Background: an optimization exercise with open tools, aiming at small area, a short achievable clock period and few clock cycles. Do not read the settings as production practice.
Function was not checked in any run shown here: the RTL went through the layout flow alone.

## run.sh

```bash
#!/bin/bash
# synth_recipe.tcl (not shown) runs the flow's synth.tcl, then flattens the netlist and writes it again
# the make line also repeats each setting of config.mk as NAME=value (left out here)
make -C /OpenROAD-flow-scripts/flow DESIGN_CONFIG=/design/flow/config.mk WORK_HOME=/design/flow/orfs CLKGATE_MAP_FILE= SYNTH_SCRIPT=/design/flow/synth_recipe.tcl finish
```

## config.mk

```make
export PLATFORM = sky130hd
export DESIGN_NAME = corr_channel
export DESIGN_NICKNAME = corr_channel
export VERILOG_FILES = /design/flow/design.v
export SDC_FILE = /design/flow/constraint.sdc
export NUM_CORES = 4
export LEC_CHECK = 0
export CAP_MARGIN = 20
export CORE_MARGIN = 2
export CORE_UTILIZATION = 40
export PLACE_DENSITY = 0.6
export SLEW_MARGIN = 20
```

## constraint.sdc

```tcl
create_clock -name core_clock -period 13.0 [get_ports {clk}]
set_input_delay 2.6000 -clock core_clock [delete_from_list [all_inputs] [get_ports {clk}]]
set_output_delay 2.6000 -clock core_clock [all_outputs]
set_load 0.01 [all_outputs]
```

## design.v

```verilog
module corr_cos_sin (
    input  wire [3:0] m,
    output reg  [5:0] wc,
    output reg  [5:0] ws
);
  always @(*) begin
    case (m)
      4'd0:  begin wc = 6'd63; ws = 6'd0;  end
      4'd1:  begin wc = 6'd63; ws = 6'd6;  end
      4'd2:  begin wc = 6'd62; ws = 6'd12; end
      4'd3:  begin wc = 6'd60; ws = 6'd18; end
      4'd4:  begin wc = 6'd58; ws = 6'd24; end
      4'd5:  begin wc = 6'd56; ws = 6'd30; end
      4'd6:  begin wc = 6'd52; ws = 6'd35; end
      4'd7:  begin wc = 6'd49; ws = 6'd40; end
      4'd8:  begin wc = 6'd45; ws = 6'd45; end
      4'd9:  begin wc = 6'd40; ws = 6'd49; end
      4'd10: begin wc = 6'd35; ws = 6'd52; end
      4'd11: begin wc = 6'd30; ws = 6'd56; end
      4'd12: begin wc = 6'd24; ws = 6'd58; end
      4'd13: begin wc = 6'd18; ws = 6'd60; end
      4'd14: begin wc = 6'd12; ws = 6'd62; end
      default: begin wc = 6'd6; ws = 6'd63; end
    endcase
  end
endmodule
module corr_acc (
    input  wire        clk,
    input  wire        first,    
    input  wire        neg,
    input  wire [11:0] term,     
    output wire [31:0] acc,
    output wire        sat
);
  reg [11:0] lo;
  reg [19:0] hi;
  reg        pu, pd;             
  wire [11:0] lb  = first ? 12'd0 : lo;
  wire        pub = !first & pu;
  wire        pdb = !first & pd;
  wire [12:0] tx  = {term[11], term} ^ {13{neg}};
  wire [13:0] ls  = {2'b00, lb} + {tx[12], tx} + {13'd0, neg};
  wire        c_up = !ls[13] & ls[12];
  wire        c_dn = ls[13];
  wire        lzero = (ls == 14'd0);
  wire h_top = (hi[19:1] == 19'h3FFFF);
  wire h_bot = (hi[19:1] == 19'h40000);
  wire eq_max = !first & h_top & (hi[0] ? (!pu & !pd) : pu);
  wire eq_min = !first & h_bot & (hi[0] ? pd : (!pu & !pd));
  wire ovp = eq_max & c_up;
  wire ovn = eq_min & (c_dn | lzero);
  assign sat = ovp | ovn;
  always @(posedge clk) begin
    lo <= ovp ? 12'hFFF : ovn ? 12'h001 : ls[11:0];
    pu <= c_up & !eq_max;
    pd <= c_dn & !eq_min;
    hi <= first ? 20'd0 : hi + {{19{pd}}, pu | pd};
  end
  assign acc = {hi, lo};
endmodule
module corr_channel (
    input  wire        clk,
    input  wire        rst,
    input  wire        cfg_valid,
    output wire        cfg_ready,
    input  wire [35:0] cfg_fcw,
    input  wire [35:0] cfg_phi,
    input  wire [35:0] cfg_cfw,
    input  wire [35:0] cfg_frac,
    input  wire [3:0]  cfg_de,
    input  wire [3:0]  cfg_dv,
    input  wire [23:0] cfg_nsamp,
    input  wire        s_valid,
    output wire        s_ready,
    input  wire        s_x,
    input  wire [3:0]  s_i,
    input  wire [3:0]  s_q,
    input  wire        chip,
    output wire        chip_take,
    output wire        res_valid,
    output wire [31:0] res_ve_i,
    output wire [31:0] res_ve_q,
    output wire [31:0] res_e_i,
    output wire [31:0] res_e_q,
    output wire [31:0] res_p_i,
    output wire [31:0] res_p_q,
    output wire [31:0] res_l_i,
    output wire [31:0] res_l_q,
    output wire [31:0] res_vl_i,
    output wire [31:0] res_vl_q,
    output wire [23:0] res_used,
    output wire        res_range
);
  reg        rdy;         
  reg        wact;        
  reg        s_rdy;
  reg        si_v;        
  reg        si_x;
  reg  [3:0] si_i, si_q;
  reg [35:0] fcw, cfw, phase, frac;
  reg  [3:0] de, dv;
  reg [23:0] rem;         
  reg        rem1;        
  reg        first;
  reg  [6:0] q;
  reg  [2:0] occ;
  reg        take;
  wire s_fire = s_valid & s_rdy;
  wire nv     = si_v & wact;           
  wire lastn  = nv & rem1;
  wire [36:0] frac_sum = {1'b0, frac} + {1'b0, cfw};
  wire        carry    = frac_sum[36];
  wire        pop3     = lastn;
  wire        pop1     = nv & !rem1 & carry;
  wire [6:0] q_sh  = pop3 ? {3'b000, q[6:3]} : pop1 ? {1'b0, q[6:1]} : q;
  wire [2:0] occ_p = occ - (pop3 ? 3'd3 : pop1 ? 3'd1 : 3'd0);
  wire [2:0] occ_n = occ_p + {2'b00, take};
  reg  [6:0] q_n;
  integer j;
  always @(*) begin
    q_n = q_sh;
    for (j = 0; j < 7; j = j + 1)
      if (take && occ_p == j) q_n[j] = chip;
  end
  wire       wact_n = rdy ? cfg_valid : (wact & !lastn);
  wire       si_v_n = s_fire | (si_v & !nv);
  wire       rem2   = (rem == 24'd2);
  wire       rem1c  = rdy | (nv ? rem2 : rem1);      
  wire       nv_n   = si_v_n & wact_n;
  wire [3:0] occ_lb = {1'b0, occ} + {3'b000, take} - (nv ? (rem1 ? 4'd3 : 4'd1) : 4'd0);
  wire [3:0] need   = nv_n ? (rem1c ? 4'd6 : 4'd4) : 4'd3;
  wire       chip_ok = (occ_lb >= need);
  always @(posedge clk) begin
    if (rst) begin
      rdy   <= 1'b1;
      wact  <= 1'b0;
      s_rdy <= 1'b0;
      si_v  <= 1'b0;
      occ   <= 3'd0;
      take  <= 1'b0;
    end else begin
      rdy   <= rdy ? !cfg_valid : lastn;
      wact  <= wact_n;
      s_rdy <= (!si_v_n | wact_n) & chip_ok;
      si_v  <= si_v_n;
      occ   <= occ_n;
      take  <= (occ_n != 3'd7);
    end
  end
  always @(posedge clk) begin
    q <= q_n;
    if (s_rdy) begin
      si_x <= s_x;
      si_i <= s_i;
      si_q <= s_q;
    end
    if (rdy) begin
      fcw   <= cfg_fcw;
      cfw   <= cfg_cfw;
      de    <= cfg_de;
      dv    <= cfg_dv;
      phase <= cfg_phi;
      frac  <= cfg_frac;
      rem   <= cfg_nsamp;
      rem1  <= (cfg_nsamp == 24'd1);
      first <= 1'b1;
    end else if (nv) begin
      phase <= phase + fcw;
      frac  <= frac_sum[35:0];
      rem   <= rem - 24'd1;
      rem1  <= rem2;
      first <= 1'b0;
    end
  end
  wire [3:0] fh = frac[35:32];
  wire c_m = q[0];
  wire c_0 = q[1];
  wire c_p = q[2];
  wire [4:0] fh_de = {1'b0, fh} + {1'b0, de};
  wire [4:0] fh_dv = {1'b0, fh} + {1'b0, dv};
  wire [4:0] r_n;
  assign r_n[0] = (fh < dv) ? c_m : c_0;      
  assign r_n[1] = (fh < de) ? c_m : c_0;      
  assign r_n[2] = c_0;                        
  assign r_n[3] = fh_de[4] ? c_p : c_0;       
  assign r_n[4] = fh_dv[4] ? c_p : c_0;       
  wire [1:0] quad = phase[35:34];
  reg  [3:0] ci_n, cq_n;
  always @(*) begin
    case (quad)
      2'd0: begin ci_n = si_i;  cq_n = si_q;  end
      2'd1: begin ci_n = si_q;  cq_n = ~si_i; end
      2'd2: begin ci_n = ~si_i; cq_n = ~si_q; end
      default: begin ci_n = ~si_q; cq_n = si_i; end
    endcase
  end
  wire [5:0] wc_n, ws_n;
  corr_cos_sin u_lut (.m(phase[33:30]), .wc(wc_n), .ws(ws_n));
  reg        m_v, m_x, m_first, m_last;
  reg  [4:0] m_r;
  reg  [3:0] m_ci, m_cq;
  reg  [5:0] m_wc, m_ws;
  always @(posedge clk) begin
    if (rst) m_v <= 1'b0;
    else     m_v <= nv;
    m_x     <= si_x;
    m_first <= first;
    m_last  <= rem1;
    m_r     <= r_n;
    m_ci    <= ci_n;
    m_cq    <= cq_n;
    m_wc    <= wc_n;
    m_ws    <= ws_n;
  end
  wire signed [4:0]  vi = {m_ci, 1'b1};
  wire signed [4:0]  vq = {m_cq, 1'b1};
  wire signed [6:0]  wc = {1'b0, m_wc};
  wire signed [6:0]  ws = {1'b0, m_ws};
  wire signed [11:0] re = vi * wc + vq * ws;
  wire signed [11:0] im = vq * wc - vi * ws;
  wire               m_en = m_v & !m_x;
  reg        a_v, a_en, a_first, a_last;
  reg  [4:0] a_r;
  reg [11:0] a_re, a_im;
  always @(posedge clk) begin
    if (rst) begin
      a_v     <= 1'b0;
      a_en    <= 1'b0;
      a_first <= 1'b0;
      a_last  <= 1'b0;
    end else begin
      a_v     <= m_v;
      a_en    <= m_en;
      a_first <= m_v & m_first;
      a_last  <= m_v & m_last;
    end
    a_r  <= m_r;
    a_re <= m_en ? re : 12'd0;
    a_im <= m_en ? im : 12'd0;
  end
  wire [9:0] sat;
  corr_acc u_ve_i (.clk(clk), .first(a_first), .neg(a_r[0]), .term(a_re), .acc(res_ve_i), .sat(sat[0]));
  corr_acc u_ve_q (.clk(clk), .first(a_first), .neg(a_r[0]), .term(a_im), .acc(res_ve_q), .sat(sat[1]));
  corr_acc u_e_i  (.clk(clk), .first(a_first), .neg(a_r[1]), .term(a_re), .acc(res_e_i),  .sat(sat[2]));
  corr_acc u_e_q  (.clk(clk), .first(a_first), .neg(a_r[1]), .term(a_im), .acc(res_e_q),  .sat(sat[3]));
  corr_acc u_p_i  (.clk(clk), .first(a_first), .neg(a_r[2]), .term(a_re), .acc(res_p_i),  .sat(sat[4]));
  corr_acc u_p_q  (.clk(clk), .first(a_first), .neg(a_r[2]), .term(a_im), .acc(res_p_q),  .sat(sat[5]));
  corr_acc u_l_i  (.clk(clk), .first(a_first), .neg(a_r[3]), .term(a_re), .acc(res_l_i),  .sat(sat[6]));
  corr_acc u_l_q  (.clk(clk), .first(a_first), .neg(a_r[3]), .term(a_im), .acc(res_l_q),  .sat(sat[7]));
  corr_acc u_vl_i (.clk(clk), .first(a_first), .neg(a_r[4]), .term(a_re), .acc(res_vl_i), .sat(sat[8]));
  corr_acc u_vl_q (.clk(clk), .first(a_first), .neg(a_r[4]), .term(a_im), .acc(res_vl_q), .sat(sat[9]));
  reg [23:0] used;
  reg        range;
  reg        done1, done2;
  always @(posedge clk) begin
    used  <= (a_first ? 24'd0 : used) + {23'd0, a_en};
    range <= (a_first ? 1'b0 : range) | (|sat);
    if (rst) begin
      done1 <= 1'b0;
      done2 <= 1'b0;
    end else begin
      done1 <= a_v & a_last;      
      done2 <= done1;
    end
  end
  assign cfg_ready = rdy;
  assign s_ready   = s_rdy;
  assign chip_take = take;
  assign res_valid = done2;
  assign res_used  = used;
  assign res_range = range;
endmodule
```

==> summary.md, run 1 <==
| Metric | Value |
|---|---|
| Router iterations before antenna repair | `5` |
| Die Area | `around 120000 um^2` |
| Adder-Cell Fraction of Synth Area | `between 10% and 20%` |
| GRT Overall Usage | `~23%` |
| Seq cells post-synth | `630` |
| Achievable frequency | `197 MHz` |
| Worst r2r src | `m_cq[1]$_DFF_P_` |
| # port buffers | `about 540` |
| Final Cycle Share | `39.0%` |
| Worst Path Arrival | `5.56 ns` |
| First-pass GRT wire length | `between 200 and 250 mm` |
| Layout cells sized above 1 | `4.13%` |
| Post-route setup slack | `7.94 ns` |
| First DRT Iteration DRCs | `about 2100` |
| Core Box Area | `~110000 um^2` |
| Synth Net Count | `between 6000 and 7000` |
| Unique masters post-synth | `89` |
| Dpl ws | `about 8 ns` |
| Clock sinks | `630` |
| Top cells by area, synth | `dfxtp_1 19%, ha_1 13%, edfxtp_1 13%` |
| Clock skew | `around 0.031 ns` |
| Area grow syn2layout | `21.1%` |
| Antenna violations before repair | `14` |
| Crit-path max FO | `12` |
| Most common cell in the netlist | `ha_1` |
| WL/cell | `around 19 um` |
| HP Start | `m_r[4]$_DFF_P_` |
| Worst slew pin tran | `approximately 1.0 ns` |
| Row count | `124` |
| Crit path kind | `reg -> reg` |
| Largest family of logic cells by synthesized area | `simple AND/OR/NAND/NOR gates` |
| Post-synthesis sequential area ratio | `31.6%` |
| Post-Synth XOR/XNOR Area | `8.64%` |
| Post-DRT Antenna Nets | `0` |
| Final min period | `5.06 ns` |
| Synth top cells by count | `488 x ha_1, 450 x nand2_1, 438 x dfxtp_1` |
| Starting density of the core | `between 40 and 50%` |
| Nature of the critical path endpoint | `register` |
| CP peak stage delay | `0.58 ns` |
| CP cell instances | `nand2_1, fa_1, inv_1, fa_1, fa_1, fa_1, inv_1, fa_1, inv_1, ha_1, a21oi_1, o21bai_1, a21oi_1, o21bai_1, a21oi_1, o21bai_1, a21oi_1, xnor2_1, nor2_1` |
| Synthesized-area fraction occupied by and/or/nand/nor cells | `21.7%` |
| Reg clk slew, reported paths | `0.06 ns` |
| Resized Gates After CTS | `0` |
| Total CTS buffers | `~80` |
| # hold bufs at CTS | `0` |
| Die H | `between 300 and 400 um` |
| WP buf/inv | `3` |
| Dominant cell type by area after synthesis | `dfxtp_1` |
| RSZ-0062 raised after global routing | `no` |
| Status | `no timing/DRC/antenna violations` |
| Post-synth ARST share | `0%` |
| Routability cong. | `0.887` |
| TNS Setup | `0 ns` |
| Vias in the first global route | `about 38000` |
| Setup Buffers After CTS | `0` |
| DRC viols | `0` |
| Routed vias/inst | `5.42` |
| Post-layout nets | `6510` |
| Hold Fails Final Rpt | `0` |
| Synth Cell Area | `~46000 um^2` |
| Cell family contributing the most delay on the critical path | `adder cells` |
| Max-slew violations | `0` |
| Slew headroom | `29.5%` |
| CTS tree | `built` |
| Vias | `~40000` |
| Most common cell on crit path | `fa_1` |
| Clock latency (worst-skew pair) | `0.66 ns` |
| Clock root buffer | `clkbuf_16` |
| Synth warn | `3` |
| Critical Path RT | `around 14 ns` |
| CP max stage cell | `dfxtp_1` |
| Primary FF master, synth | `dfxtp_1` |
| Largest net degree at the start of global routing | `approximately 120` |
| Worst Setup SP | `m_cq[1]$_DFF_P_` |
| Final WL | `between 100 and 150 mm` |
| Max cap viols | `0` |
| Die width | `roughly 340 um` |
| Number of flops mapped to enable cells by yosys | `~190` |
| I/O pin cnt | `539` |
| Cells after Synth | `between 5000 and 6000` |
| Htree depth | `3` |
| Final Util | `just under 50%` |
| Hpwl dp | `~110 mm` |
| Avg Inst Size Synth | `a little under 9 um^2` |
| Mux cell area share after synthesis | `1.01%` |
| CTS Buffer Depth | `3` |
| Grt total ovfl | `0` |
| Fill count | `between 10000 and 15000` |
| Synth top area share | `a little under a fifth` |
| Final setup viols | `0` |
| Type of the tightest min-delay check | `reg -> reg` |
| Complex-gate fraction of the synthesized area | `~15%` |
| Startpoint types | `register` |
==> cell usage in the layout, fill, tap and decap left out, types with 18 or more instances in the layout <==
master and n:
clkdlybuf4s50_1 538, ha_1 488, nand2_1 449, dfxtp_1 434, nor2_1 429, inv_1 309, o21ai_0 274, a21oi_1 240
xor2_1 234, xnor2_1 213, nor2b_1 200, nor3_1 199, edfxtp_1 192, nand3_1 146, a21o_1 117, fa_1 109
clkbuf_16 85, and2_1 80, nand2b_1 77, nand4_1 74, nor4_1 71, or3_1 64, o21a_1 60, a211oi_1 52
and3_1 48, a31oi_1 36, o31ai_1 33, or2_2 31, o21bai_1 28, mux2i_1 26, nand3b_1 24, o41ai_1 22
buf_4 20, o211ai_1 19, nor3b_1 18, mux2_2 18, nand4b_1 18
==> metal layers <==
metal / GRT usage [%] / vias to the layer above / part of all wire (%)
li1: - / 19600 / -
met2: 38.4 / 1030 / 47
met5: 0 / - / 0.095
met4: 8.46 / 20 / 3.7
met1: 28.6 / 18600 / 42
met3: 5.30 / 232 / 7.5
==> stage by stage <==
step                instance area, um^2  hold slack [ns]  instances
floorplan                         45900            0.310       5225
global placement                  52800            0.315       7152
detailed placement                52800            0.312       7152
CTS                               55600            0.326       7299
global route                      55600            0.334       7299
finish                            55600            0.325       7303
==> path summary, 6_finish.rpt <==
path | depth (start not counted) | slack (ns) | end
max | 19 | 7.94 | a_im[11]$_SDFF_PN0_
min | 0 | 0.33 | a_r[4]$_DFF_P_
max reg2reg | 19 | 7.94 | a_im[11]$_SDFF_PN0_
min reg2reg | 0 | 0.33 | a_r[4]$_DFF_P_
==> cell families (layout without fill, tap and decap cells) <==
| group | count (synthesis) | count (layout) |
|---|---|---|
| compound gates | 1069 | 1069 |
| xor+xnor | 449 | 449 |
| fa+ha+maj | 597 | 597 |
| buf+inv | 456 | 1018 |
| flops | 630 | 630 |
| mux | 44 | 44 |
| other cells | 0 | 4 |
| simple gates | 1980 | 1980 |
==> state kept, by name (all words and copies together) (netlist names), 24 cells and up <==
name	count
used	24
fcw	36
rem	24
frac	36
phase	36
cfw	36
==> layout make-up <==
class | count | area, um^2 | share of cell area (%)
inverters | 312 | 1170 | 2.11
clock inverters | 31 | 395 | 0.711
clock buffers | 116 | 2380 | 4.28
flip-flops and latches | 630 | 14500 | 26.1
diodes | 4 | 10.0 | 0.0180
repair buffers | 559 | 5560 | 9.99
well taps | 1512 | 1890 | 3.40
multi-input cells | 4139 | 29700 | 53.3
==> run 2, diff against run 1 <==
--- a/design.v
+++ b/design.v
@@ -34,15 +34,21 @@
 );
-  reg [11:0] lo;
-  reg [19:0] hi;
+  reg [10:0] lo;
+  reg [20:0] hi;
   reg        pu, pd;             
-  wire [11:0] lb  = first ? 12'd0 : lo;
-  wire        pub = !first & pu;
-  wire        pdb = !first & pd;
-  wire [12:0] tx  = {term[11], term} ^ {13{neg}};
-  wire [13:0] ls  = {2'b00, lb} + {tx[12], tx} + {13'd0, neg};
-  wire        c_up = !ls[13] & ls[12];
-  wire        c_dn = ls[13];
-  wire        lzero = (ls == 14'd0);
-  wire h_top = (hi[19:1] == 19'h3FFFF);
-  wire h_bot = (hi[19:1] == 19'h40000);
+  wire [12:0] tx   = {term[11], term} ^ {13{neg}};
+  wire [10:0] lb   = lo & {11{!first}};
+  wire [12:0] ls   = {2'b00, lb} + tx + {12'd0, neg};
+  wire        c_up = !ls[12] & ls[11];
+  wire        c_dn = ls[12];
+  wire        lzero = (ls == 13'd0);
+  wire [21:0] t;
+  assign t[0] = pu | pd;
+  genvar i;
+  generate
+    for (i = 0; i < 21; i = i + 1) begin : g_hi
+      assign t[i+1] = t[i] & (hi[i] ^ pd);
+    end
+  endgenerate
+  wire h_top  = (hi[20:1] == 20'h7FFFF);
+  wire h_bot  = (hi[20:1] == 20'h80000);
   wire eq_max = !first & h_top & (hi[0] ? (!pu & !pd) : pu);
@@ -53,6 +59,6 @@
   always @(posedge clk) begin
-    lo <= ovp ? 12'hFFF : ovn ? 12'h001 : ls[11:0];
+    lo <= ovp ? 11'h7FF : ovn ? 11'h001 : ls[10:0];
     pu <= c_up & !eq_max;
     pd <= c_dn & !eq_min;
-    hi <= first ? 20'd0 : hi + {{19{pd}}, pu | pd};
+    hi <= (hi ^ t[20:0]) & {21{!first}};
   end
@@ -107,2 +113,3 @@
   reg        take;
+  reg        cfg_ready_q, s_ready_q, take_q;    
   wire s_fire = s_valid & s_rdy;
@@ -110,4 +117,6 @@
   wire lastn  = nv & rem1;
-  wire [36:0] frac_sum = {1'b0, frac} + {1'b0, cfw};
-  wire        carry    = frac_sum[36];
+  wire [35:0] frac_sum, phase_sum;
+  wire        carry, unused_co;
+  add_bk #(36) u_frac  (.a(frac),  .b(cfw), .ci(1'b0), .s(frac_sum),  .co(carry));
+  add_bk #(36) u_phase (.a(phase), .b(fcw), .ci(1'b0), .s(phase_sum), .co(unused_co));
   wire        pop3     = lastn;
@@ -127,2 +136,10 @@
   wire       rem2   = (rem == 24'd2);
+  wire [24:0] rt;
+  assign rt[0] = 1'b1;
+  genvar gi;
+  generate
+    for (gi = 0; gi < 24; gi = gi + 1) begin : g_rem
+      assign rt[gi+1] = rt[gi] & !rem[gi];
+    end
+  endgenerate
   wire       rem1c  = rdy | (nv ? rem2 : rem1);      
@@ -140,2 +157,5 @@
       take  <= 1'b0;
+      cfg_ready_q <= 1'b1;
+      s_ready_q   <= 1'b0;
+      take_q      <= 1'b0;
     end else begin
@@ -147,2 +167,5 @@
       take  <= (occ_n != 3'd7);
+      cfg_ready_q <= rdy ? !cfg_valid : lastn;
+      s_ready_q   <= (!si_v_n | wact_n) & chip_ok;
+      take_q      <= (occ_n != 3'd7);
     end
@@ -167,5 +190,5 @@
     end else if (nv) begin
-      phase <= phase + fcw;
-      frac  <= frac_sum[35:0];
-      rem   <= rem - 24'd1;
+      phase <= phase_sum;
+      frac  <= frac_sum;
+      rem   <= rem ^ rt[23:0];
       rem1  <= rem2;
@@ -254,4 +277,11 @@
   reg        done1, done2;
+  wire [24:0] ut;
+  assign ut[0] = a_en;
+  generate
+    for (gi = 0; gi < 24; gi = gi + 1) begin : g_used
+      assign ut[gi+1] = ut[gi] & used[gi];
+    end
+  endgenerate
   always @(posedge clk) begin
-    used  <= (a_first ? 24'd0 : used) + {23'd0, a_en};
+    used  <= a_first ? {23'd0, a_en} : used ^ ut[23:0];
     range <= (a_first ? 1'b0 : range) | (|sat);
@@ -265,5 +295,5 @@
   end
-  assign cfg_ready = rdy;
-  assign s_ready   = s_rdy;
-  assign chip_take = take;
+  assign cfg_ready = cfg_ready_q;
+  assign s_ready   = s_ready_q;
+  assign chip_take = take_q;
   assign res_valid = done2;
@@ -272 +302,31 @@
 endmodule
+module add_bk #(parameter N = 36) (
+    input  wire [N-1:0] a,
+    input  wire [N-1:0] b,
+    input  wire         ci,
+    output wire [N-1:0] s,
+    output wire         co
+);
+  localparam TOP = (N > 32) ? 64 : (N > 16) ? 32 : (N > 8) ? 16 : (N > 4) ? 8 : 4;
+  wire [N-1:0] p0 = a ^ b;
+  wire [N-1:0] g0 = a & b;
+  reg  [N-1:0] g, p;
+  integer l, i;
+  always @(*) begin
+    g = g0;
+    p = p0;
+    g[0] = g0[0] | (p0[0] & ci);
+    for (l = 1; l < TOP; l = l * 2)
+      for (i = 2 * l - 1; i < N; i = i + 2 * l) begin
+        g[i] = g[i] | (p[i] & g[i-l]);
+        p[i] = p[i] & p[i-l];
+      end
+    for (l = TOP / 2; l >= 1; l = l / 2)
+      for (i = 3 * l - 1; i < N; i = i + 2 * l) begin
+        g[i] = g[i] | (p[i] & g[i-l]);
+        p[i] = p[i] & p[i-l];
+      end
+  end
+  assign s  = p0 ^ {g[N-2:0], ci};
+  assign co = g[N-1];
+endmodule
==> run 2 against run 1 <==
Against the previous run: still clean on timing, DRC and antenna; sequential share of layout area increased by 2.3 points; clock skew decreased by 0.0035 ns; core utilization increased by 0.64 points; die area decreased by 8.7%; via count decreased by 13%; register-to-register slack got worse by 0.47 ns; critical path type unchanged; highest routed layer unchanged.
==> summary.md, run 2 <==
| Metric | Value |
|---|---|
| TNS Setup | `0 ns (unchanged)` |
| Hpwl dp | `89.1 mm (was 108 mm)` |
| CTS tree | `built (unchanged)` |
| Reg2Reg Depth | `14 (was 19)` |
| Type of the tightest min-delay check | `reg -> reg (unchanged)` |
| Reg clk slew, reported paths | `0.06 ns (about the same)` |
| Vias | `34200 (was 39600)` |
| Seq cells post-synth | `630 (unchanged)` |
| Die H | `328 um (was 343 um)` |
| Crit-path max FO | `123 (was 12)` |
| Starting density of the core | `40.4% (was 40.2%)` |
| Hold Fails Final Rpt | `0 (unchanged)` |
| # port buffers | `538 (unchanged)` |
| Worst slew pin tran | `1.06 ns (was 1.05 ns)` |
| Area grow syn2layout | `22.2% (was 21.1%)` |
| Post-synth ARST share | `0% (unchanged)` |
| Synth Cell Area | `41900 um^2 (was 45900 um^2)` |
| Synth warn | `4 (was 3)` |
| Post-layout nets | `5772 (was 6510)` |
| Avg Inst Size Synth | `8.93 um^2 (was 8.79 um^2)` |
| Htree depth | `3 (unchanged)` |
| Final Cycle Share | `42.5% (was 39.0%)` |
| Nature of the critical path endpoint | `register (unchanged)` |
| Final setup viols | `0 (unchanged)` |
| I/O pin cnt | `539 (unchanged)` |
| Core Box Area | `104000 um^2 (was 114000 um^2)` |
| Total CTS buffers | `79 (was 81)` |
| Largest net degree at the start of global routing | `124 (was 123)` |
| Cells after Synth | `4688 (was 5225)` |
| Router iterations before antenna repair | `6 (was 5)` |
| CTS Buffer Depth | `3 (unchanged)` |
| Post-synthesis sequential area ratio | `34.7% (was 31.6%)` |
| Critical Path RT | `13.50 ns (about the same)` |
| Post-DRT Antenna Nets | `0 (unchanged)` |
| Routability cong. | `0.931 (was 0.887)` |
| First-pass GRT wire length | `184 mm (was 213 mm)` |
| Commonest non-fill, non-tap cell in the layout | `clkdlybuf4s50_1 (unchanged)` |
| Die Area | `107000 um^2 (was 118000 um^2)` |
| Clock skew | `0.0272 ns (was 0.0307 ns)` |
| Final WL | `117 mm (was 138 mm)` |
| Clock root buffer | `clkbuf_16 (unchanged)` |
| Synth top cells by count | `511 x nand2_1, 441 x nor2_1, 438 x dfxtp_1 (was 488 x ha_1, 450 x nand2_1, 438 x dfxtp_1)` |
| Worst Path Arrival | `6.03 ns (was 5.56 ns)` |
| Number of flops mapped to enable cells by yosys | `192 (unchanged)` |
| Final Instance Area | `51200 um^2 (was 55600 um^2)` |
| Routed vias/inst | `5.20 (was 5.42)` |
| Worst r2r src | `a_first$_SDFF_PP0_ (was m_cq[1]$_DFF_P_)` |
| Achievable frequency | `181 MHz (was 197 MHz)` |
| Hold endpoint | `a_r[4]$_DFF_P_ (unchanged)` |
| Crit path kind | `reg -> reg (unchanged)` |
| Layout cells sized above 1 | `4.95% (was 4.13%)` |
| Top cells by area, synth | `dfxtp_1 21%, edfxtp_1 14%, ha_1 9.5% (was dfxtp_1 19%, ha_1 13%, edfxtp_1 13%)` |
| Row count | `118 (was 124)` |
| Clock latency (worst-skew pair) | `0.66 ns (about the same)` |
| DRC viols | `0 (unchanged)` |
| HP Start | `m_r[4]$_DFF_P_ (unchanged)` |
| Resized Gates After CTS | `0 (unchanged)` |
| Startpoint types | `register (unchanged)` |
| Reg-to-reg setup timing slack | `7.47 ns (was 7.94 ns)` |
| Hold path cells | `0 (unchanged)` |
| # hold bufs at CTS | `0 (unchanged)` |
| Synth top area share | `20.9% (was 19.1%)` |
| Clock sinks | `630 (unchanged)` |
| Most common cell in the netlist | `nand2_1 (was ha_1)` |
| Unique masters post-synth | `111 (was 89)` |
| Placed Instance Area | `48400 um^2 (was 52800 um^2)` |
| Vias in the first global route | `33100 (was 38300)` |
| Die width | `328 um (was 343 um)` |
| Status | `no timing/DRC/antenna violations (unchanged)` |
| WL/cell | `17.8 um (was 18.9 um)` |
| Slew headroom | `29.0% (was 29.5%)` |
| Grt total ovfl | `0 (unchanged)` |
| First DRT Iteration DRCs | `2160 (was 2146)` |
| GRT Overall Usage | `21.4% (was 22.9%)` |
| Synth Net Count | `5328 (was 6012)` |
| RSZ-0062 raised after global routing | `no (unchanged)` |
| Critical R2R Capture | `range$_DFF_P_ (was a_im[11]$_SDFF_PN0_)` |
| Primary FF master, synth | `dfxtp_1 (unchanged)` |
| Max cap viols | `0 (unchanged)` |
| Setup Buffers After CTS | `0 (unchanged)` |
| Leading cell types in the layout, fill and taps excluded | `538 x clkdlybuf4s50_1, 511 x nand2_1, 441 x nor2_1 (was 538 x clkdlybuf4s50_1, 488 x ha_1, 449 x nand2_1)` |
| Final min period | `5.53 ns (was 5.06 ns)` |
| Antenna violations before repair | `10 (was 14)` |
| Dominant cell type by area after synthesis | `dfxtp_1 (unchanged)` |
| Max-slew violations | `0 (unchanged)` |
## run 2: metal layers
layer  vias to the layer above  part of all wire (%)  track usage [%]
met5                         -                 0.068                0
li1                      17000                     -                -
met1                     16100                    44             27.4
met4                        12                   3.0             6.70
met3                       206                   6.1             4.95
met2                       842                    47             35.8
## run 2: cells by family after synthesis
| logic type | share of synthesized area [%] |
|---|---|
| and+or+nand+nor | 21.2 |
| AOI/OAI and AO/OA | 11.9 |
| DFF | 34.7 |
| xor gates and xnor gates | 10.4 |
| buffers and inverters | 4.23 |
| adders and majority gates | 15.8 |
| muxes | 1.72 |
## run 2: final cells by class
type / instances / area, um^2
fillers: 9896 / 52500
flip-flops and latches: 630 / 14500
inverters: 265 / 995
clock buffers: 105 / 2270
multi-input cells: 3595 / 25600
repair buffers: 561 / 5570
well taps: 1380 / 1730
diodes: 7 / 17.5
clock inverters: 36 / 454
## run 2: through the flow
| stage | hold slack, ns | utilization (%) | worst slack, ns | instances |
|---|---|---|---|---|
| 6_report | 0.331 | 49.4 | 7.47 | 6579 |
| 5_1_grt | 0.341 | 49.3 | 6.82 | 6575 |
| 2_1_floorplan | 0.310 | - | 7.17 | 4688 |
| 3_3_place_gp | 0.316 | 46.7 | 7.56 | 6431 |
| 4_1_cts | 0.336 | 49.3 | 7.40 | 6572 |
| 3_5_place_dp | 0.320 | 46.7 | 7.42 | 6431 |
## run 2: worst max path at each step
stage                                       from                end  depth (start not counted)
after global placement        a_first$_SDFF_PP0_      range$_DFF_P_                         14
after global routing          a_first$_SDFF_PP0_      range$_DFF_P_                         14
after detailed placement      a_first$_SDFF_PP0_      range$_DFF_P_                         14
after floorplan           cfg_ready_q$_SDFF_PP1_  frac[0]$_DFFE_PP_                          3
after CTS                     a_first$_SDFF_PP0_      range$_DFF_P_                         14
final                         a_first$_SDFF_PP0_      range$_DFF_P_                         14
## run 2: worst max-delay path, cell delays in order, from the launching register on
cell,delay (ns)
dfxtp_4,0.73
buf_4,0.73
buf_12,0.50
nor2b_1,0.14
a21o_1,0.23
fa_1,0.45
a211oi_1,0.44
o21ai_0,0.17
a311o_1,0.42
xor2_1,0.20
nor4_1,0.08
a41oi_1,0.58
o2111ai_1,0.25
nor4b_1,0.33
nand2_1,0.08
==> run 3, diff against run 2 <==
==> flow/run.sh (new file) <==
#!/bin/bash
# Standard layout, with plain buffers (buf_1) on the ports instead of the
# delay-cell buffers buffer_ports picks by default.
set -euo pipefail
export BUFFER_PORTS_ARGS="-buffer_cell sky130_fd_sc_hd__buf_1"
bash standard.sh finish > flow.log 2>&1
==> standard.sh (new file) <==
#!/bin/bash
# synth_recipe.tcl (not shown) runs the flow's synth.tcl, then flattens the netlist and writes it again
# the make line also repeats each setting of config.mk as NAME=value (left out here)
make -C /OpenROAD-flow-scripts/flow DESIGN_CONFIG=/design/flow/config.mk WORK_HOME=/design/flow/orfs CLKGATE_MAP_FILE= SYNTH_SCRIPT=/design/flow/synth_recipe.tcl "${@:-finish}"
removed: run.sh
==> run 3 against run 2 <==
Against the previous run: still clean on timing, DRC and antenna; non-clock buffer count is 9 higher; die area stayed put; critical path depth is 1 lower; clock skew is 0.0033 ns higher; synthesized area stayed put; first-iteration DRC count is 0.28% lower; largest cell class unchanged.
==> summary.md, run 3 <==
| Metric | Value |
|---|---|
| Cell family contributing the most delay on the critical path | `compound AO/OA/AOI/OAI gates (unchanged)` |
| Antenna violations before repair | `18 (was 10)` |
| Layout cells sized above 1 | `5.05% (was 4.95%)` |
| Placed Instance Area | `45100 um^2 (was 48400 um^2)` |
| Fill count | `10100 (was 9896)` |
| Clock root buffer | `clkbuf_16 (unchanged)` |
| Unique masters post-synth | `111 (unchanged)` |
| Primary FF master, synth | `dfxtp_1 (unchanged)` |
| Post-synth ARST share | `0% (unchanged)` |
| Final min period | `5.87 ns (was 5.53 ns)` |
| Reg-to-reg setup timing slack | `7.13 ns (was 7.47 ns)` |
| Synth Cell Area | `41900 um^2 (unchanged)` |
| Hold endpoint | `a_r[1]$_DFF_P_ (was a_r[4]$_DFF_P_)` |
| Avg Inst Size Synth | `8.93 um^2 (unchanged)` |
| Total CTS buffers | `79 (unchanged)` |
| Synth warn | `4 (unchanged)` |
| Vias | `34300 (was 34200)` |
| GRT Overall Usage | `21.4% (about the same)` |
| Die H | `328 um (unchanged)` |
| Worst Path Arrival | `6.38 ns (was 6.03 ns)` |
| Htree depth | `3 (unchanged)` |
| Max-slew violations | `0 (unchanged)` |
| Most common cell in the netlist | `nand2_1 (unchanged)` |
| # port buffers | `538 (unchanged)` |
| Die Area | `107000 um^2 (unchanged)` |
| Leading cell types in the layout, fill and taps excluded | `538 x buf_1, 511 x nand2_1, 441 x nor2_1 (was 538 x clkdlybuf4s50_1, 511 x nand2_1, 441 x nor2_1)` |
| Setup Buffers After CTS | `0 (unchanged)` |
| Final Util | `46.1% (was 49.4%)` |
| Achievable frequency | `170 MHz (was 181 MHz)` |
| Hold Fails Final Rpt | `0 (unchanged)` |
| Hold path cells | `0 (unchanged)` |
| Grt total ovfl | `0 (unchanged)` |
| Clock sinks | `630 (unchanged)` |
| WP buf/inv | `2 (unchanged)` |
| Final WL | `117 mm (about the same)` |
| # hold bufs at CTS | `0 (unchanged)` |
| RSZ-0062 raised after global routing | `no (unchanged)` |
| Reg clk slew, reported paths | `0.06 ns (about the same)` |
| Crit path kind | `reg -> reg (unchanged)` |
| CP peak stage delay | `0.74 ns (was 0.73 ns)` |
| Most common cell on crit path | `buf_4` |
| First-pass GRT wire length | `183 mm (was 184 mm)` |
| CTS Buffer Depth | `3 (unchanged)` |
| Top cells by area, synth | `dfxtp_1 21%, edfxtp_1 14%, ha_1 9.5% (unchanged)` |
| Routability cong. | `0.908 (was 0.931)` |
| WL/cell | `17.7 um (was 17.8 um)` |
| Resized Gates After CTS | `0 (unchanged)` |
| Post-synthesis sequential area ratio | `34.7% (unchanged)` |
| Number of flops mapped to enable cells by yosys | `192 (unchanged)` |
| Dominant cell type by area after synthesis | `dfxtp_1 (unchanged)` |
| Crit-path max FO | `72 (was 123)` |
| Reg2Reg Depth | `13 (was 14)` |
| CP cell instances | `buf_4, buf_4, nor2b_1, ha_1, a21oi_1, and2_1, o211ai_1, a311oi_1, nor4_1, a311oi_2, o2111ai_1, nor4b_1, nand2_1 (was buf_4, buf_12, nor2b_1, a21o_1, fa_1, a211oi_1, o21ai_0, a311o_1, xor2_1, nor4_1, a41oi_1, o2111ai_1, nor4b_1, nand2_1)` |
| Seq cells post-synth | `630 (unchanged)` |
| Final Cycle Share | `45.1% (was 42.5%)` |
| Type of the tightest min-delay check | `reg -> reg (unchanged)` |
| First DRT Iteration DRCs | `2154 (was 2160)` |
| Vias in the first global route | `32900 (was 33100)` |
| Slew headroom | `24.8% (was 29.0%)` |
| Synth top area share | `20.9% (unchanged)` |
| Commonest non-fill, non-tap cell in the layout | `buf_1 (was clkdlybuf4s50_1)` |
| Seq. cell area | `14500 um^2 (about the same)` |
| Synth Net Count | `5328 (unchanged)` |
| Post-layout nets | `5781 (was 5772)` |
| Largest net degree at the start of global routing | `89 (was 124)` |
| Starting density of the core | `40.4% (unchanged)` |
| Cells after Synth | `4688 (unchanged)` |
| Nature of the critical path endpoint | `register (unchanged)` |
| Routed vias/inst | `5.20 (about the same)` |
| Final Instance Area | `47800 um^2 (was 51200 um^2)` |
| Final setup viols | `0 (unchanged)` |
| DRC viols | `0 (unchanged)` |
| Area grow syn2layout | `14.1% (was 22.2%)` |
| Die width | `328 um (unchanged)` |
| HP Start | `m_r[1]$_DFF_P_ (was m_r[4]$_DFF_P_)` |
| Hpwl dp | `88.4 mm (was 89.1 mm)` |
| Worst r2r src | `a_first$_SDFF_PP0_ (unchanged)` |
| Router iterations before antenna repair | `7 (was 6)` |
| Core Box Area | `104000 um^2 (unchanged)` |
| I/O pin cnt | `539 (unchanged)` |
| Worst slew pin tran | `1.11 ns (was 1.06 ns)` |
| Critical R2R Capture | `range$_DFF_P_ (unchanged)` |
| Startpoint types | `register (unchanged)` |
| Clock skew | `0.0305 ns (was 0.0272 ns)` |
| Max cap viols | `0 (unchanged)` |
| Critical Path RT | `13.51 ns (was 13.50 ns)` |
| Multi-input gate area | `25600 um^2 (unchanged)` |
| Post-DRT Antenna Nets | `0 (unchanged)` |
| TNS Setup | `0 ns (unchanged)` |
| Status | `no timing/DRC/antenna violations (unchanged)` |
| Row count | `118 (unchanged)` |
| Clock latency (worst-skew pair) | `0.65 ns (was 0.66 ns)` |
| CP max stage cell | `buf_4 (was dfxtp_4)` |
| Synth top cells by count | `511 x nand2_1, 441 x nor2_1, 438 x dfxtp_1 (unchanged)` |
| CTS tree | `built (unchanged)` |
| Hold WS | `0.327 ns (was 0.331 ns)` |
run 3: cell counts after synthesis:
No cell type changed its count.
run 3: stage by stage:
| stage | setup slack, ns | cells |
|---|---|---|
| after floorplan | 7.17 | 4688 |
| after global placement | 7.36 | 6440 |
| after detailed placement | 7.15 | 6440 |
| after CTS | 7.12 | 6584 |
| after global routing | 6.85 | 6586 |
| final | 7.13 | 6588 |
run 3: how the worst max path moves through the flow:
stage / from / to / slack (ns) / depth (start not counted)
detailed placement: a_first$_SDFF_PP0_ / range$_DFF_P_ / 7.15 / 13
finish: a_first$_SDFF_PP0_ / range$_DFF_P_ / 7.13 / 13
CTS: a_first$_SDFF_PP0_ / range$_DFF_P_ / 7.12 / 13
global placement: a_first$_SDFF_PP0_ / u_ve_q.lo[5]$_SDFF_PP1_ / 7.36 / 13
global route: a_first$_SDFF_PP0_ / range$_DFF_P_ / 6.85 / 13
floorplan: cfg_ready_q$_SDFF_PP1_ / frac[0]$_DFFE_PP_ / 7.17 / 3
run 3: cells by family after synthesis:
group	share of synthesized area, %
AND/OR/NAND/NOR	21.2
flip-flops	34.7
adder cells (fa/ha/maj)	15.8
multiplexers	1.72
buffers and inverters	4.23
XOR/XNOR	10.4
AO/OA/AOI/OAI	11.9
run 3: metal layers:
layer | track usage, % | wire length (um)
met1 | 27.7 | 51900
met2 | 35.1 | 53300
met3 | 4.58 | 7130
met4 | 7.58 | 4220
met5 | 0 | 154
run 3: final cells by class:
class                   count  share of cell area, %
well taps                1380                   3.61
multi-input cells        3595                   53.5
clock buffers             110                   4.75
inverters                 265                   2.08
repair buffers            570                   4.73
flip-flops and latches    630                   30.4
clock inverters            34                  0.864
diodes                      4                 0.0209
run 3: worst reg2reg max path, stage by stage (launching register included):
cell       delay [ns]
dfxtp_4          0.73
buf_4            0.63
buf_4            0.79
nor2b_1          0.14
ha_1             0.42
a21oi_1          0.47
and2_1           0.25
o211ai_1         0.10
a311oi_1         0.59
nor4_1           0.15
a311oi_2         0.34
o2111ai_1        0.40
nor4b_1          0.64
nand2_1          0.09
==> run 4, diff against run 3 <==
--- a/design.v
+++ b/design.v
@@ -28,3 +28,3 @@
     input  wire        clk,
-    input  wire        first,    
+    input  wire        clear,
     input  wire        neg,
@@ -38,4 +38,3 @@
   wire [12:0] tx   = {term[11], term} ^ {13{neg}};
-  wire [10:0] lb   = lo & {11{!first}};
-  wire [12:0] ls   = {2'b00, lb} + tx + {12'd0, neg};
+  wire [12:0] ls   = {2'b00, lo} + tx + {12'd0, neg};
   wire        c_up = !ls[12] & ls[11];
@@ -53,4 +52,4 @@
   wire h_bot  = (hi[20:1] == 20'h80000);
-  wire eq_max = !first & h_top & (hi[0] ? (!pu & !pd) : pu);
-  wire eq_min = !first & h_bot & (hi[0] ? pd : (!pu & !pd));
+  wire eq_max = h_top & (hi[0] ? (!pu & !pd) : pu);
+  wire eq_min = h_bot & (hi[0] ? pd : (!pu & !pd));
   wire ovp = eq_max & c_up;
@@ -59,6 +58,13 @@
   always @(posedge clk) begin
-    lo <= ovp ? 11'h7FF : ovn ? 11'h001 : ls[10:0];
-    pu <= c_up & !eq_max;
-    pd <= c_dn & !eq_min;
-    hi <= (hi ^ t[20:0]) & {21{!first}};
+    if (clear) begin
+      lo <= 11'd0;
+      hi <= 21'd0;
+      pu <= 1'b0;
+      pd <= 1'b0;
+    end else begin
+      lo <= ovp ? 11'h7FF : ovn ? 11'h001 : ls[10:0];
+      pu <= c_up & !eq_max;
+      pd <= c_dn & !eq_min;
+      hi <= hi ^ t[20:0];
+    end
   end
@@ -109,3 +115,3 @@
   reg        rem1;        
-  reg        first;
+  reg        fresh;       
   reg  [6:0] q;
@@ -115,3 +121,3 @@
   wire s_fire = s_valid & s_rdy;
-  wire nv     = si_v & wact;           
+  wire nv     = si_v & wact & !fresh;  
   wire lastn  = nv & rem1;
@@ -145,3 +151,4 @@
   wire       rem1c  = rdy | (nv ? rem2 : rem1);      
-  wire       nv_n   = si_v_n & wact_n;
+  wire       fresh_n = rdy & cfg_valid;
+  wire       nv_n   = si_v_n & wact_n & !fresh_n;
   wire [3:0] occ_lb = {1'b0, occ} + {3'b000, take} - (nv ? (rem1 ? 4'd3 : 4'd1) : 4'd0);
@@ -157,2 +164,3 @@
       take  <= 1'b0;
+      fresh <= 1'b0;
       cfg_ready_q <= 1'b1;
@@ -163,3 +171,4 @@
       wact  <= wact_n;
-      s_rdy <= (!si_v_n | wact_n) & chip_ok;
+      fresh <= fresh_n;
+      s_rdy <= (!si_v_n | (wact_n & !fresh_n)) & chip_ok;
       si_v  <= si_v_n;
@@ -168,3 +177,3 @@
       cfg_ready_q <= rdy ? !cfg_valid : lastn;
-      s_ready_q   <= (!si_v_n | wact_n) & chip_ok;
+      s_ready_q   <= (!si_v_n | (wact_n & !fresh_n)) & chip_ok;
       take_q      <= (occ_n != 3'd7);
@@ -188,3 +197,2 @@
       rem1  <= (cfg_nsamp == 24'd1);
-      first <= 1'b1;
     end else if (nv) begin
@@ -194,3 +202,2 @@
       rem1  <= rem2;
-      first <= 1'b0;
     end
@@ -221,6 +228,13 @@
   corr_cos_sin u_lut (.m(phase[33:30]), .wc(wc_n), .ws(ws_n));
-  reg        m_v, m_x, m_first, m_last;
-  reg  [4:0] m_r;
-  reg  [3:0] m_ci, m_cq;
-  reg  [5:0] m_wc, m_ws;
+  wire signed [4:0]  vi_n = {ci_n, 1'b1};
+  wire signed [4:0]  vq_n = {cq_n, 1'b1};
+  wire signed [6:0]  wc_s = {1'b0, wc_n};
+  wire signed [6:0]  ws_s = {1'b0, ws_n};
+  wire signed [10:0] p_ic = vi_n * wc_s;
+  wire signed [10:0] p_qs = vq_n * ws_s;
+  wire signed [10:0] p_qc = vq_n * wc_s;
+  wire signed [10:0] p_is = vi_n * ws_s;
+  reg         m_v, m_x, m_last;
+  reg   [4:0] m_r;
+  reg  [10:0] m_ic, m_qs, m_qc, m_is;
   always @(posedge clk) begin
@@ -228,19 +242,14 @@
     else     m_v <= nv;
-    m_x     <= si_x;
-    m_first <= first;
-    m_last  <= rem1;
-    m_r     <= r_n;
-    m_ci    <= ci_n;
-    m_cq    <= cq_n;
-    m_wc    <= wc_n;
-    m_ws    <= ws_n;
+    m_x    <= si_x;
+    m_last <= rem1;
+    m_r    <= r_n;
+    m_ic   <= p_ic;
+    m_qs   <= p_qs;
+    m_qc   <= p_qc;
+    m_is   <= p_is;
   end
-  wire signed [4:0]  vi = {m_ci, 1'b1};
-  wire signed [4:0]  vq = {m_cq, 1'b1};
-  wire signed [6:0]  wc = {1'b0, m_wc};
-  wire signed [6:0]  ws = {1'b0, m_ws};
-  wire signed [11:0] re = vi * wc + vq * ws;
-  wire signed [11:0] im = vq * wc - vi * ws;
-  wire               m_en = m_v & !m_x;
-  reg        a_v, a_en, a_first, a_last;
+  wire [11:0] re = {m_ic[10], m_ic} + {m_qs[10], m_qs};
+  wire [11:0] im = {m_qc[10], m_qc} - {m_is[10], m_is};
+  wire        m_en = m_v & !m_x;
+  reg        a_v, a_en, a_last;
   reg  [4:0] a_r;
@@ -251,3 +260,2 @@
       a_en    <= 1'b0;
-      a_first <= 1'b0;
       a_last  <= 1'b0;
@@ -256,3 +264,2 @@
       a_en    <= m_en;
-      a_first <= m_v & m_first;
       a_last  <= m_v & m_last;
@@ -264,15 +271,15 @@
   wire [9:0] sat;
-  corr_acc u_ve_i (.clk(clk), .first(a_first), .neg(a_r[0]), .term(a_re), .acc(res_ve_i), .sat(sat[0]));
-  corr_acc u_ve_q (.clk(clk), .first(a_first), .neg(a_r[0]), .term(a_im), .acc(res_ve_q), .sat(sat[1]));
-  corr_acc u_e_i  (.clk(clk), .first(a_first), .neg(a_r[1]), .term(a_re), .acc(res_e_i),  .sat(sat[2]));
-  corr_acc u_e_q  (.clk(clk), .first(a_first), .neg(a_r[1]), .term(a_im), .acc(res_e_q),  .sat(sat[3]));
-  corr_acc u_p_i  (.clk(clk), .first(a_first), .neg(a_r[2]), .term(a_re), .acc(res_p_i),  .sat(sat[4]));
-  corr_acc u_p_q  (.clk(clk), .first(a_first), .neg(a_r[2]), .term(a_im), .acc(res_p_q),  .sat(sat[5]));
-  corr_acc u_l_i  (.clk(clk), .first(a_first), .neg(a_r[3]), .term(a_re), .acc(res_l_i),  .sat(sat[6]));
-  corr_acc u_l_q  (.clk(clk), .first(a_first), .neg(a_r[3]), .term(a_im), .acc(res_l_q),  .sat(sat[7]));
-  corr_acc u_vl_i (.clk(clk), .first(a_first), .neg(a_r[4]), .term(a_re), .acc(res_vl_i), .sat(sat[8]));
-  corr_acc u_vl_q (.clk(clk), .first(a_first), .neg(a_r[4]), .term(a_im), .acc(res_vl_q), .sat(sat[9]));
+  corr_acc u_ve_i (.clk(clk), .clear(clr), .neg(a_r[0]), .term(a_re), .acc(res_ve_i), .sat(sat[0]));
+  corr_acc u_ve_q (.clk(clk), .clear(clr), .neg(a_r[0]), .term(a_im), .acc(res_ve_q), .sat(sat[1]));
+  corr_acc u_e_i  (.clk(clk), .clear(clr), .neg(a_r[1]), .term(a_re), .acc(res_e_i),  .sat(sat[2]));
+  corr_acc u_e_q  (.clk(clk), .clear(clr), .neg(a_r[1]), .term(a_im), .acc(res_e_q),  .sat(sat[3]));
+  corr_acc u_p_i  (.clk(clk), .clear(clr), .neg(a_r[2]), .term(a_re), .acc(res_p_i),  .sat(sat[4]));
+  corr_acc u_p_q  (.clk(clk), .clear(clr), .neg(a_r[2]), .term(a_im), .acc(res_p_q),  .sat(sat[5]));
+  corr_acc u_l_i  (.clk(clk), .clear(clr), .neg(a_r[3]), .term(a_re), .acc(res_l_i),  .sat(sat[6]));
+  corr_acc u_l_q  (.clk(clk), .clear(clr), .neg(a_r[3]), .term(a_im), .acc(res_l_q),  .sat(sat[7]));
+  corr_acc u_vl_i (.clk(clk), .clear(clr), .neg(a_r[4]), .term(a_re), .acc(res_vl_i), .sat(sat[8]));
+  corr_acc u_vl_q (.clk(clk), .clear(clr), .neg(a_r[4]), .term(a_im), .acc(res_vl_q), .sat(sat[9]));
   reg [23:0] used;
-  reg        range;
-  reg        done1, done2;
+  reg        range, sat_q;
+  reg        done1, done2, clr;
   wire [24:0] ut;
@@ -285,4 +292,10 @@
   always @(posedge clk) begin
-    used  <= a_first ? {23'd0, a_en} : used ^ ut[23:0];
-    range <= (a_first ? 1'b0 : range) | (|sat);
+    sat_q <= |sat;
+    if (clr) begin
+      used  <= 24'd0;
+      range <= 1'b0;
+    end else begin
+      used  <= used ^ ut[23:0];
+      range <= range | sat_q;
+    end
     if (rst) begin
@@ -290,5 +303,7 @@
       done2 <= 1'b0;
+      clr   <= 1'b1;
     end else begin
       done1 <= a_v & a_last;      
-      done2 <= done1;
+      done2 <= done1;             
+      clr   <= done1;
     end
==> run.sh (new file) <==
#!/bin/bash
# synth_recipe.tcl (not shown) runs the flow's synth.tcl, then flattens the netlist and writes it again
# the make line also repeats each setting of config.mk as NAME=value (left out here)
make -C /OpenROAD-flow-scripts/flow DESIGN_CONFIG=/design/flow/config.mk WORK_HOME=/design/flow/orfs CLKGATE_MAP_FILE= SYNTH_SCRIPT=/design/flow/synth_recipe.tcl finish
removed: flow/run.sh
removed: standard.sh
==> run 4 against run 3 <==
Against the previous run: flip-flop and latch count rose by 34; synthesized area decreased by 0.35%; non-clock buffer count is 6 lower; still clean; critical endpoint is now q[1]$_DFFE_PP_; global-route usage barely moved; critical path depth is 5 higher.
==> summary.md, run 4 <==
| Metric | Value |
|---|---|
| Routing usage on met3 | `5.19% (was 4.58%)` |
| Routability cong. | `0.910 (was 0.908)` |
| Reg-to-reg setup timing slack | `7.53 ns (was 7.13 ns)` |
| Vias in the first global route | `32100 (was 32900)` |
| Antenna violations before repair | `14 (was 18)` |
| Post-synth ARST share | `0% (unchanged)` |
| Synth top area share | `22.6% (was 20.9%)` |
| Largest family of logic cells by synthesized area | `simple AND/OR/NAND/NOR gates (unchanged)` |
| Core Box Area | `103000 um^2 (was 104000 um^2)` |
| Type of the tightest min-delay check | `reg -> reg (unchanged)` |
| Synth top cells by count | `472 x dfxtp_1, 470 x nor2_1, 461 x nand2_1 (was 511 x nand2_1, 441 x nor2_1, 438 x dfxtp_1)` |
| # port buffers | `538 (unchanged)` |
| Achievable frequency | `183 MHz (was 170 MHz)` |
| Adder-Cell Fraction of Synth Area | `15.5% (was 15.8%)` |
| CP max stage cell | `or4_1 (was buf_4)` |
| Router iterations before antenna repair | `5 (was 7)` |
| CP cell instances | `ha_1, fa_1, a211oi_1, o21ai_0, a31o_2, a31oi_1, o31ai_1, and4_1, o21ai_1, o21ai_0, a21oi_1, inv_1, ha_1, inv_1, fa_1, or4_1, nand2_1, o21ai_0 (was buf_4, buf_4, nor2b_1, ha_1, a21oi_1, and2_1, o211ai_1, a311oi_1, nor4_1, a311oi_2, o2111ai_1, nor4b_1, nand2_1)` |
| Startpoint types | `register (unchanged)` |
| DRC viols | `0 (unchanged)` |
| First-pass GRT wire length | `182 mm (was 183 mm)` |
| Grt total ovfl | `0 (unchanged)` |
| Worst Path Arrival | `5.86 ns (was 6.38 ns)` |
| Post-layout nets | `5721 (was 5781)` |
| Complex-gate fraction of the synthesized area | `11.9% (about the same)` |
| Critical Path End | `q[1]$_DFFE_PP_ (was range$_DFF_P_)` |
| RSZ-0062 raised after global routing | `no (unchanged)` |
| Critical Path Stages | `18 (was 13)` |
| Clock latency (worst-skew pair) | `0.65 ns (about the same)` |
| CTS Buffer Depth | `3 (unchanged)` |
| Final Cycle Share | `42.1% (was 45.1%)` |
| WP buf/inv | `2 (unchanged)` |
| GRT Overall Usage | `21.4% (about the same)` |
| Routed vias/inst | `5.10 (was 5.20)` |
| Die Area | `107000 um^2 (about the same)` |
| Primary FF master, synth | `dfxtp_1 (unchanged)` |
| Dpl ws | `7.52 ns (was 7.15 ns)` |
| Worst r2r src | `cfw[0]$_DFFE_PP_ (was a_first$_SDFF_PP0_)` |
| Fin cells | `6532 (was 6588)` |
| Hold Fails Final Rpt | `0 (unchanged)` |
| Worst Setup SP | `cfw[0]$_DFFE_PP_ (was a_first$_SDFF_PP0_)` |
| CP peak stage delay | `0.59 ns (was 0.74 ns)` |
| Most common cell in the netlist | `dfxtp_1 (was nand2_1)` |
| Final Util | `49.3% (was 46.1%)` |
| Fill count | `9730 (was 10100)` |
| First DRT Iteration DRCs | `1853 (was 2154)` |
| Nature of the critical path endpoint | `register (unchanged)` |
| Post-placement cell count | `6372 (was 6440)` |
| Final WL | `116 mm (was 117 mm)` |
| Reg clk slew, reported paths | `0.06 ns (about the same)` |
| Setup Buffers After CTS | `0 (unchanged)` |
| Layout cells sized above 1 | `4.63% (was 5.05%)` |
| Max cap viols | `0 (unchanged)` |
| Post-DRT Antenna Nets | `0 (unchanged)` |
| Final min period | `5.47 ns (was 5.87 ns)` |
| Reg2Reg Depth | `18 (was 13)` |
| Leading cell types in the layout, fill and taps excluded | `538 x clkdlybuf4s50_1, 470 x nor2_1, 470 x dfxtp_1 (was 538 x buf_1, 511 x nand2_1, 441 x nor2_1)` |
| Starting density of the core | `40.3% (was 40.4%)` |
| Row count | `118 (unchanged)` |
| Clock sinks | `664 (was 630)` |
| Final Instance Area | `51100 um^2 (was 47800 um^2)` |
| Dominant cell type by area after synthesis | `dfxtp_1 (unchanged)` |
| CTS tree | `built (unchanged)` |
| Synth Cell Area | `41700 um^2 (was 41900 um^2)` |
| Cells after Synth | `4639 (was 4688)` |
| I/O pin cnt | `539 (unchanged)` |
| Max-slew violations | `0 (unchanged)` |
| Die H | `327 um (was 328 um)` |
| Largest net degree at the start of global routing | `218 (was 89)` |
| Post-route setup slack | `7.53 ns (was 7.13 ns)` |
| Synth Net Count | `5285 (was 5328)` |
| Total CTS buffers | `81 (was 79)` |
| Crit-path max FO | `7 (was 72)` |
| WL/cell | `17.8 um (was 17.7 um)` |
| Die width | `327 um (was 328 um)` |
| Critical Path RT | `13.40 ns (was 13.51 ns)` |
| Grt peak-use layer | `met2 (unchanged)` |
| Critical R2R Capture | `q[1]$_DFFE_PP_ (was range$_DFF_P_)` |
| Unique masters post-synth | `83 (was 111)` |
| GR Util met2 | `35.4% (was 35.1%)` |
| Slew headroom | `27.1% (was 24.8%)` |
| Number of flops mapped to enable cells by yosys | `192 (unchanged)` |
| Post-Synth XOR/XNOR Area | `11.2% (was 10.4%)` |
| Hpwl dp | `88.8 mm (was 88.4 mm)` |
| Commonest non-fill, non-tap cell in the layout | `clkdlybuf4s50_1 (was buf_1)` |
| Seq. cell area | `15200 um^2 (was 14500 um^2)` |
| Vias | `33300 (was 34300)` |
| Clock root buffer | `clkbuf_16 (unchanged)` |
| Cell family contributing the most delay on the critical path | `compound AO/OA/AOI/OAI gates (unchanged)` |
| Resized Gates After CTS | `0 (unchanged)` |
| Top cells by area, synth | `dfxtp_1 23%, edfxtp_1 14%, ha_1 11% (was dfxtp_1 21%, edfxtp_1 14%, ha_1 9.5%)` |
| Most common cell on crit path | `o21ai_0 (was buf_4)` |
| Met1 Use GR | `27.4% (was 27.7%)` |
| Area grow syn2layout | `22.4% (was 14.1%)` |
| Multi-input gate area | `24800 um^2 (was 25600 um^2)` |
| Worst slew pin tran | `1.09 ns (was 1.11 ns)` |
| Status | `no timing/DRC/antenna violations (unchanged)` |
| Synthesized-area fraction occupied by and/or/nand/nor cells | `18.6% (was 21.2%)` |
| Clock skew | `0.0184 ns (was 0.0305 ns)` |
| Avg Inst Size Synth | `9.00 um^2 (was 8.93 um^2)` |
| Mux cell area share after synthesis | `2.06% (was 1.72%)` |
| Htree depth | `3 (unchanged)` |
| Placed Instance Area | `48300 um^2 (was 45100 um^2)` |
| Post-synthesis sequential area ratio | `36.5% (was 34.7%)` |
| Synth warn | `4 (unchanged)` |
| # hold bufs at CTS | `0 (unchanged)` |
| Final setup viols | `0 (unchanged)` |
| Crit path kind | `reg -> reg (unchanged)` |
| Hold WS | `0.330 ns (was 0.327 ns)` |
| TNS Setup | `0 ns (unchanged)` |
| Seq cells post-synth | `664 (was 630)` |
## run 4: final cells by class
cell class                      count  area share, %
Clock inverter                     29          0.843
Tap cell                         1380           3.38
Antenna cell                       11         0.0539
Sequential cell                   664           29.8
Clock buffer                      120           4.57
Timing Repair Buffer              564           11.0
Multi-Input combinational cell   3505           48.5
Inverter                          259           1.91
## run 4: kinds of logic after synthesis
family | Yosys count
and+or+nand+nor | 1614
AOI/OAI and AO/OA | 819
DFF | 664
xor gates and xnor gates | 535
buffers and inverters | 470
adders and majority gates | 456
muxes | 81
## run 4: worst min-delay path by stage
stage	start	to	slack (ns)	depth (start not counted)
6_report	m_r[3]$_DFF_P_	a_r[3]$_DFF_P_	0.33	0
5_1_grt	m_r[4]$_DFF_P_	a_r[4]$_DFF_P_	0.34	0
4_1_cts	m_r[3]$_DFF_P_	a_r[3]$_DFF_P_	0.33	0
3_5_place_dp	m_r[3]$_DFF_P_	a_r[3]$_DFF_P_	0.31	0
3_3_place_gp	m_r[4]$_DFF_P_	a_r[4]$_DFF_P_	0.31	0
2_1_floorplan	m_r[0]$_DFF_P_	a_r[0]$_DFF_P_	0.31	0
## run 4: layer usage
layer | up-vias | share of wire [%]
met5 | - | 0.035
met3 | 167 | 6.5
met1 | 15500 | 44
li1 | 16900 | -
met2 | 734 | 46
met4 | 6 | 2.9
==> run 5, diff against run 4 <==
==> flow/run.sh (new file) <==
#!/bin/bash
# Standard layout, with plain buffers (buf_1) on the ports instead of the
# delay-cell buffers buffer_ports picks by default.
set -euo pipefail
export BUFFER_PORTS_ARGS="-buffer_cell sky130_fd_sc_hd__buf_1"
bash standard.sh finish > flow.log 2>&1
==> standard.sh (new file) <==
#!/bin/bash
# synth_recipe.tcl (not shown) runs the flow's synth.tcl, then flattens the netlist and writes it again
# the make line also repeats each setting of config.mk as NAME=value (left out here)
make -C /OpenROAD-flow-scripts/flow DESIGN_CONFIG=/design/flow/config.mk WORK_HOME=/design/flow/orfs CLKGATE_MAP_FILE= SYNTH_SCRIPT=/design/flow/synth_recipe.tcl "${@:-finish}"
removed: run.sh
==> run 5 against run 4 <==
Against the previous run: design area shrank 6.7%; critical path type unchanged; worst hold slack lost 0.0040 ns; via count grew 0.64%; synthesized cell count is the same; core utilization shrank 3.3 points; flip-flop and latch count is the same; final cell count is essentially flat.
==> summary.md, run 5 <==
| Metric | Value |
|---|---|
| First DRT Iteration DRCs | `2171 (was 1853)` |
| Routability cong. | `0.903 (was 0.910)` |
| DRC viols | `0 (unchanged)` |
| WL/cell | `17.5 um (was 17.8 um)` |
| Reg-to-reg setup timing slack | `7.52 ns (was 7.53 ns)` |
| Crit-path max FO | `7 (unchanged)` |
| Number of flops mapped to enable cells by yosys | `192 (unchanged)` |
| Critical Path RT | `13.44 ns (was 13.40 ns)` |
| Core Box Area | `103000 um^2 (unchanged)` |
| Final WL | `114 mm (was 116 mm)` |
| Most common cell in the netlist | `dfxtp_1 (unchanged)` |
| Setup Buffers After CTS | `0 (unchanged)` |
| Unique masters post-synth | `83 (unchanged)` |
| I/O pin cnt | `539 (unchanged)` |
| Die H | `327 um (unchanged)` |
| Clock skew | `0.0466 ns (was 0.0184 ns)` |
| Type of the tightest min-delay check | `reg -> reg (unchanged)` |
| Worst slew pin tran | `1.06 ns (was 1.09 ns)` |
| Final setup viols | `0 (unchanged)` |
| Total CTS buffers | `84 (was 81)` |
| Layout cells sized above 1 | `4.61% (was 4.63%)` |
| Post-layout nets | `5720 (was 5721)` |
| Crit path kind | `reg -> reg (unchanged)` |
| First-pass GRT wire length | `178 mm (was 182 mm)` |
| Htree depth | `3 (unchanged)` |
| Status | `no timing/DRC/antenna violations (unchanged)` |
| Fill count | `10100 (was 9730)` |
| Final Cycle Share | `42.1% (about the same)` |
| Hold WS | `0.326 ns (was 0.330 ns)` |
| Hold Fails Final Rpt | `0 (unchanged)` |
[run 5: cell families after synthesis]
family / after synthesis / synth area share [%]
fa+ha+maj: 456 / 15.5
mux: 81 / 2.06
simple gates: 1614 / 18.6
flops: 664 / 36.5
compound gates: 819 / 11.9
buf+inv: 470 / 4.26
xor+xnor: 535 / 11.2
[run 5: per-layer routing]
metal	part of all wire (%)	global-route usage, %	vias to the layer above
met5	0	0	-
met4	3.1	6.90	0
met3	6.2	4.83	156
met2	45	33.6	744
met1	46	27.7	15700
li1	-	-	16900
[run 5: final cells by class]
class | count | area [um^2] | area share [%]
Clock inverter | 43 | 477 | 1.00
Antenna cell | 7 | 17.5 | 0.0368
Sequential cell | 664 | 15200 | 31.9
Tap cell | 1380 | 1730 | 3.62
Timing Repair Buffer | 560 | 2210 | 4.64
Multi-Input combinational cell | 3505 | 24700 | 51.9
Clock buffer | 110 | 2290 | 4.81
Inverter | 259 | 975 | 2.04
[run 5: critical path: stages, from the launching register on]
cell and delay (ns):
edfxtp_1 0.38, ha_1 0.23, fa_1 0.42, a211oi_1 0.34
o21ai_0 0.16, a31o_2 0.26, a31oi_1 0.40, o31ai_1 0.20
and4_1 0.25, o21ai_1 0.24, o21ai_0 0.22, a21oi_1 0.46
inv_1 0.12, ha_1 0.20, inv_1 0.07, fa_1 0.51
or4_1 0.60, nand2_1 0.09, o21ai_0 0.07
[run 5: how the worst max path moves through the flow]
stage                                      start         endpoint  slack (ns)
after global routing            cfw[0]$_DFFE_PP_   q[1]$_DFFE_PP_        7.11
after CTS                       cfw[0]$_DFFE_PP_   q[1]$_DFFE_PP_        7.52
after global placement          cfw[0]$_DFFE_PP_   q[1]$_DFFE_PP_        7.58
final                           cfw[0]$_DFFE_PP_   q[1]$_DFFE_PP_        7.52
after detailed placement        cfw[0]$_DFFE_PP_   q[1]$_DFFE_PP_        7.54
after floorplan           cfg_ready_q$_SDFF_PP1_  ws_s[1]$_DFF_P_        7.00
[run 5: stage by stage]
| stage | util (%) | worst slack, ns | area [um^2] |
|---|---|---|---|
| after global routing | 46.1 | 7.11 | 47700 |
| after global placement | 43.4 | 7.58 | 44900 |
| after CTS | 46.0 | 7.52 | 47600 |
| after detailed placement | 43.4 | 7.54 | 44900 |
| final | 46.1 | 7.52 | 47700 |
| after floorplan | - | 7.00 | 41700 |

-- re-timing with driven ports --
Ports are ideal in the flow. The routed layouts listed here were re-timed in OpenROAD.
Step 1 assumes that a clkbuf_16 drives the clock port and a buf_2 every other input.
Step 2 moves the port delays by t, midway between the first and last clock arrival at a register: inputs arrive t later, outputs are due t later. That takes back most of the time a late clock gives input paths.
a / b / c = no drivers / after step 1 / after step 2; a / b = the first two.
run | shift t [ns] | slack for setup (ns) | hold slack, ns | latest minus earliest clock arrival (ns)
run 1 | 0.718 | 7.935 / 7.935 / 7.935 | 0.325 / 0.325 / 0.325 | 0.037 / 0.036
run 2 | 0.710 | 7.469 / 7.469 / 7.469 | 0.331 / 0.331 / 0.331 | 0.029 / 0.029
run 3 | 0.702 | 7.134 / 7.134 / 7.134 | 0.327 / 0.327 / 0.327 | 0.039 / 0.039
run 4 | 0.719 | 7.532 / 7.532 / 7.532 | 0.330 / 0.330 / 0.330 | 0.024 / 0.024
run 5 | 0.731 | 7.524 / 7.524 / 7.524 | 0.326 / 0.326 / 0.326 | 0.047 / 0.046
After both steps every run listed still meets setup and hold.
